Background: an optimization exercise with open tools, aiming at small area, a short achievable clock period and few clock cycles per item. Do not read the settings as production practice.
Function was checked by simulation only, so behaviour that the tests miss may differ from the original.

== run 1 ==
// aes_enc_core
module aes_enc_core (
    input  wire         clk,
    input  wire         rst,         
    input  wire         key_load,    
    input  wire [1:0]   key_len,     
    input  wire [255:0] key,         
    input  wire         in_valid,
    output reg          in_ready,
    input  wire [127:0] in_data,
    output reg          out_valid,
    output wire [127:0] out_data
);
    reg         l128, l192, l256;    
    reg  [3:0]  nr;                  
    reg  [2:0]  kp;                  
    reg         krdy;                
    reg         v1, w1, vm1, wm1, v2, w2, vm2, wm2;
    reg  [3:0]  r1, rm1, r2, rm2;
    reg  [1:0]  gn;                  
    reg         gopen;               
    wire        lastm2 = (rm2 == nr);
    wire        cont2  = vm2 && !lastm2;             
    wire        accept = in_valid && in_ready;
    reg  [255:0] ks;
    reg  [127:0] h0, h1, rko;
    reg  [31:0]  ksi;                
    reg          ksi_rot;            
    reg  [47:0]  km;                 
    wire [31:0] S7 = ks[31:0];
    wire [31:0] H00 = h0[127:96], H01 = h0[95:64], H02 = h0[63:32], H03 = h0[31:0];
    wire [31:0] H10 = h1[127:96], H11 = h1[95:64], H12 = h1[63:32], H13 = h1[31:0];
    wire [31:0] kin = ksi_rot ? {ksi[23:0], ksi[31:24]} : ksi;
    wire [47:0] km_d;
    wire [31:0] kb;                  
    genvar g;
    generate
        for (g = 0; g < 4; g = g + 1) begin : g_ksb
            aes_sbox_front u_f (.a(kin[31-8*g -: 8]), .m(km_d[47-12*g -: 12]));
            aes_sbox_back  u_b (.m(km[47-12*g -: 12]), .y(kb[31-8*g -: 8]));
        end
    endgenerate
    reg         c_en;                
    reg         c_fix;               
    reg         c_fixw;              
    reg         c_h0, c_h1, c_o;     
    reg  [3:0]  c_b;                 
    reg         c_p;                 
    reg         c_m01, c_m23, c_n01, c_n23, c_zq;
  ...
For scale: roughly 1600 flip-flops, roughly 0.099 mm2 of cells after synthesis.
Settings: LEC_CHECK=0, CAP_MARGIN=20, CORE_MARGIN=2, CORE_UTILIZATION=50, CTS_CLUSTER_DIAMETER=100, CTS_CLUSTER_SIZE=20, SLEW_MARGIN=20, SYNTH_HIERARCHICAL=1; clock period 10.0 ns.
standard.sh (not shown) runs the stock make flow with config.mk's settings and CLKGATE_MAP_FILE= SYNTH_SCRIPT=/design/flow/synth_recipe.tcl, a recipe that flattens the netlist after the stock synthesis.
==> flow/flow/run.sh <==
#!/bin/bash
# Own layout flow: the standard flow (standard.sh, with its synthesis
# script and steps) with these settings changed:
#  - synthesis maps the logic with the ABC script in flow/abc.script (an
#    area-oriented mapping) instead of ORFS's speed script;
#  - the make variables listed in flow/make_vars.txt (one VAR=value per
#    line) are added to both make runs: among them SETUP_SLACK_MARGIN, so
#    that the timing repair steps aim for extra setup slack and the layout is
#    sized for a short period, although the clock stays at the design's.
# Each tool's output goes to a log file of its own in this folder.
set -uo pipefail
W=$PWD
SD=$W/scripts_own
rm -rf "$SD"; mkdir -p "$SD"
for f in "$FLOW_HOME"/scripts/*; do ln -s "$f" "$SD/"; done
rm -f "$SD/abc_area.script"; cp "$W/flow/abc.script" "$SD/abc_area.script"
VARS=()
if [[ -f "$W/flow/make_vars.txt" ]]; then
  while IFS= read -r line; do
    [[ -z "$line" || "$line" == \#* ]] && continue
    VARS+=("$line")
  done < "$W/flow/make_vars.txt"
fi
bash standard.sh SCRIPTS_DIR="$SD" ABC_AREA=1 "${VARS[@]}" synth > "$W/synth.log" 2>&1 || { tail -30 "$W/synth.log"; exit 1; }
bash standard.sh "${VARS[@]}" finish > "$W/layout.log" 2>&1 || { tail -30 "$W/layout.log"; exit 1; }
==> flow/flow/abc.script <==
&get -n
&st
&dch
&nf -a -R 1000
&put
==> flow/flow/make_vars.txt <==
SETUP_SLACK_MARGIN=6.8
BUFFER_PORTS_ARGS=-buffer_cell sky130_fd_sc_hd__buf_2
Run 1: PASS, flow complete, no timing, DRC or antenna violations
Testbench counts of run 1, summed over its fixed seeds: cycles 12,694, items 1,687.
Edits applied to the flow inputs when going from run 1 to run 2:
# run 1
export LEC_CHECK = 0
export CAP_MARGIN = 20
export CORE_MARGIN = 2
export CORE_UTILIZATION = 50
export CTS_CLUSTER_DIAMETER = 100
export CTS_CLUSTER_SIZE = 20
export SLEW_MARGIN = 20
export SYNTH_HIERARCHICAL = 1
create_clock -name core_clock -period 10.0 [get_ports {clk}]
# run 2
export LEC_CHECK = 0
export CAP_MARGIN = 20
export CORE_MARGIN = 2
export CORE_UTILIZATION = 50
export CTS_CLUSTER_DIAMETER = 100
export CTS_CLUSTER_SIZE = 20
export SLEW_MARGIN = 20
create_clock -name core_clock -period 10.0 [get_ports {clk}]
--- a/flow/flow/make_vars.txt
+++ b/flow/flow/make_vars.txt
@@ -2,0 +3 @@
+TNS_END_PERCENT=40
### Flow results
- Run 2 ended up with a higher area added between synthesis and finish than run 1 did.
- Compared with run 1, in run 2 total length of routed wires now smaller; register-to-register path setup slack now smaller.
Setup changes, run 2 to run 3
# run 2
export LEC_CHECK = 0
export CAP_MARGIN = 20
export CORE_MARGIN = 2
export CORE_UTILIZATION = 50
export CTS_CLUSTER_DIAMETER = 100
export CTS_CLUSTER_SIZE = 20
export SLEW_MARGIN = 20
create_clock -name core_clock -period 10.0 [get_ports {clk}]
# run 3
export LEC_CHECK = 0
export CAP_MARGIN = 20
export CORE_MARGIN = 2
export CORE_UTILIZATION = 40
export SLEW_MARGIN = 20
create_clock -name core_clock -period 10.0 [get_ports {clk}]
==> flow/run.sh (new file) <==
#!/bin/bash
# synth_recipe.tcl (not shown) runs the flow's synth.tcl, then flattens the netlist and writes it again
# the make line also repeats each setting of config.mk as NAME=value (left out here)
make -C /OpenROAD-flow-scripts/flow DESIGN_CONFIG=/design/flow/config.mk WORK_HOME=/design/flow/orfs CLKGATE_MAP_FILE= SYNTH_SCRIPT=/design/flow/synth_recipe.tcl finish
removed: flow/flow/run.sh
removed: flow/flow/abc.script
removed: flow/flow/make_vars.txt
removed: flow/standard.sh
- Fraction of cell area in non-clock buffers ends up higher on run 2.
- On met3 routed wirelength: run 3 sits above run 2.
- Per the comparison of run 3 with run 2, pin count of the biggest net entering global routing went down about 15%; global-route usage went down 6.3 points.
- The share of the synthesized area in compound gates (AO/OA/AOI/OAI) reported for run 3 is greater than that of run 2 by 1.5 points.
- Relative to run 2, the inserted tap cell count measured on run 3 has increased by more than a quarter.
- Run 3: final critical-path share of the clock period higher than run 2
Relative to run 3, the following input files were edited for run 4:
# run 3
export LEC_CHECK = 0
export CAP_MARGIN = 20
export CORE_MARGIN = 2
export CORE_UTILIZATION = 40
export SLEW_MARGIN = 20
create_clock -name core_clock -period 10.0 [get_ports {clk}]
# run 4
export LEC_CHECK = 0
export CAP_MARGIN = 5
export CORE_MARGIN = 2
export CORE_UTILIZATION = 50
export CTS_CLUSTER_DIAMETER = 100
export CTS_CLUSTER_SIZE = 20
export SLEW_MARGIN = 5
create_clock -name core_clock -period 10.0 [get_ports {clk}]
==> flow/flow/run.sh (new file) <==
#!/bin/bash
# Own layout flow: the standard flow (standard.sh, with its synthesis
# script and steps) with these settings changed:
#  - synthesis maps the logic with the ABC script in flow/abc.script (an
#    area-oriented mapping) instead of ORFS's speed script;
#  - the make variables listed in flow/make_vars.txt (one VAR=value per
#    line) are added to both make runs: among them SETUP_SLACK_MARGIN, so
#    that the timing repair steps aim for extra setup slack and the layout is
#    sized for a short period, although the clock stays at the design's.
# Each tool's output goes to a log file of its own in this folder.
set -uo pipefail
W=$PWD
SD=$W/scripts_own
rm -rf "$SD"; mkdir -p "$SD"
for f in "$FLOW_HOME"/scripts/*; do ln -s "$f" "$SD/"; done
rm -f "$SD/abc_area.script"; cp "$W/flow/abc.script" "$SD/abc_area.script"
VARS=()
if [[ -f "$W/flow/make_vars.txt" ]]; then
  while IFS= read -r line; do
    [[ -z "$line" || "$line" == \#* ]] && continue
    VARS+=("$line")
  done < "$W/flow/make_vars.txt"
fi
bash standard.sh SCRIPTS_DIR="$SD" ABC_AREA=1 "${VARS[@]}" synth > "$W/synth.log" 2>&1 || { tail -30 "$W/synth.log"; exit 1; }
bash standard.sh "${VARS[@]}" finish > "$W/layout.log" 2>&1 || { tail -30 "$W/layout.log"; exit 1; }
==> flow/flow/abc.script (new file) <==
&get -n
&st
&dch
&nf -a -R 1000
&put
==> flow/flow/make_vars.txt (new file) <==
SETUP_SLACK_MARGIN=6.8
BUFFER_PORTS_ARGS=-buffer_cell sky130_fd_sc_hd__buf_2
==> flow/standard.sh (new file) <==
#!/bin/bash
# synth_recipe.tcl (not shown) runs the flow's synth.tcl, then flattens the netlist and writes it again
# the make line also repeats each setting of config.mk as NAME=value (left out here)
make -C /OpenROAD-flow-scripts/flow DESIGN_CONFIG=/design/flow/config.mk WORK_HOME=/design/flow/orfs CLKGATE_MAP_FILE= SYNTH_SCRIPT=/design/flow/synth_recipe.tcl "${@:-finish}"
removed: flow/run.sh
### Flow results
Summary of the comparison: worst endpoint data arrival time is lower in run 4, relative to run 3.
From run 3 to run 4 the numbers moved as follows: number of violations reported at the end of detailed-routing iteration 0 moved down, wire length of the first global-routing pass decreased by 14% relative to the old numbers.
> inputs changed (run 4 -> run 5)
# run 4
export LEC_CHECK = 0
export CAP_MARGIN = 5
export CORE_MARGIN = 2
export CORE_UTILIZATION = 50
export CTS_CLUSTER_DIAMETER = 100
export CTS_CLUSTER_SIZE = 20
export SLEW_MARGIN = 5
create_clock -name core_clock -period 10.0 [get_ports {clk}]
# run 5
export LEC_CHECK = 0
export CAP_MARGIN = 20
export CORE_MARGIN = 2
export CORE_UTILIZATION = 50
export CTS_CLUSTER_DIAMETER = 100
export CTS_CLUSTER_SIZE = 20
export PLACE_DENSITY = 0.7
export SLEW_MARGIN = 20
create_clock -name core_clock -period 10.0 [get_ports {clk}]
Findings:
- Per the comparison of run 5 with run 4, highest achievable clock rate barely changed, portion of the post-synthesis area used by sequential elements barely changed.
- [compare] base=run 4 new=run 5: non-clock buffer count climbed 2.7%, fraction of cell area in non-clock buffers barely changed, global-route usage dropped 0.78 points, number of top-level pins barely changed, routed length on met3 climbed 1.9 mm.
Changes in run 6 relative to run 5:
# run 5
export LEC_CHECK = 0
export CAP_MARGIN = 20
export CORE_MARGIN = 2
export CORE_UTILIZATION = 50
export CTS_CLUSTER_DIAMETER = 100
export CTS_CLUSTER_SIZE = 20
export PLACE_DENSITY = 0.7
export SLEW_MARGIN = 20
create_clock -name core_clock -period 10.0 [get_ports {clk}]
# run 6
export LEC_CHECK = 0
export CAP_MARGIN = 20
export CORE_MARGIN = 2
export CORE_UTILIZATION = 58
export CTS_CLUSTER_DIAMETER = 100
export CTS_CLUSTER_SIZE = 20
export SLEW_MARGIN = 20
create_clock -name core_clock -period 10.0 [get_ports {clk}]
Notes after the runs:
- In the flow results for run 5 and run 6, the multi-input gate area in the final layout is larger on run 5.
- In run 6, global routing met3 resource utilization is higher than in run 5.
- Run 6 vs run 5: die boundary width down by a little under 10%
- There was hardly any difference in worst hold slack between run 5 and run 6.
- Run 6 vs. run 5: fraction of the cycle the final worst path needs went up by 0.71 points.
- The launching instance or port of the critical path comes out outr[12] in one run and nr[1] in the other, namely in run 5 and run 6 respectively.
- Total global routing track utilization: run 6 > run 5

afterwards: timing with drivers on the ports:
How much do the figures lean on ideal ports? The routed layouts below were timed once more, with nothing changed but the port constraints. Step 1: set_driving_cell puts a clkbuf_16 on clk and a buf_2 on each other input, an assumption about the parent block. Step 2 also shifts input and output timing later by t, the mid clock arrival at the registers, as if the neighbouring blocks saw the same clock. a / b / c = ideal / step 1 / step 2; a / b = the first two.
| run | shift t [ns] | slack for setup (ns) | hold WS [ns] | worst slew at a driven data input, ns |
|---|---|---|---|---|
| run 1 | 0.889 | 6.655 / 6.560 / 5.891 | 0.365 / 0.365 / 0.365 | 0.14 |
| run 2 | 0.865 | 6.604 / 6.558 / 5.944 | 0.376 / 0.376 / 0.376 | 0.10 |
| run 3 | 0.986 | 5.346 / 5.346 / 4.822 | 0.375 / 0.375 / 0.375 | 0.14 |
| run 4 | 0.867 | 6.682 / 6.591 / 5.928 | 0.371 / 0.371 / 0.371 | 0.08 |
| run 5 | 0.879 | 6.679 / 6.585 / 5.990 | 0.373 / 0.373 / 0.373 | 0.08 |
| run 6 | 0.854 | 6.607 / 6.607 / 5.991 | 0.371 / 0.371 / 0.371 | 0.17 |
After both steps every run listed still meets setup and hold. For run 1, which loses most, drivers alone change the setup slack by -0.095 ns; drivers and shift together by -0.764 ns.
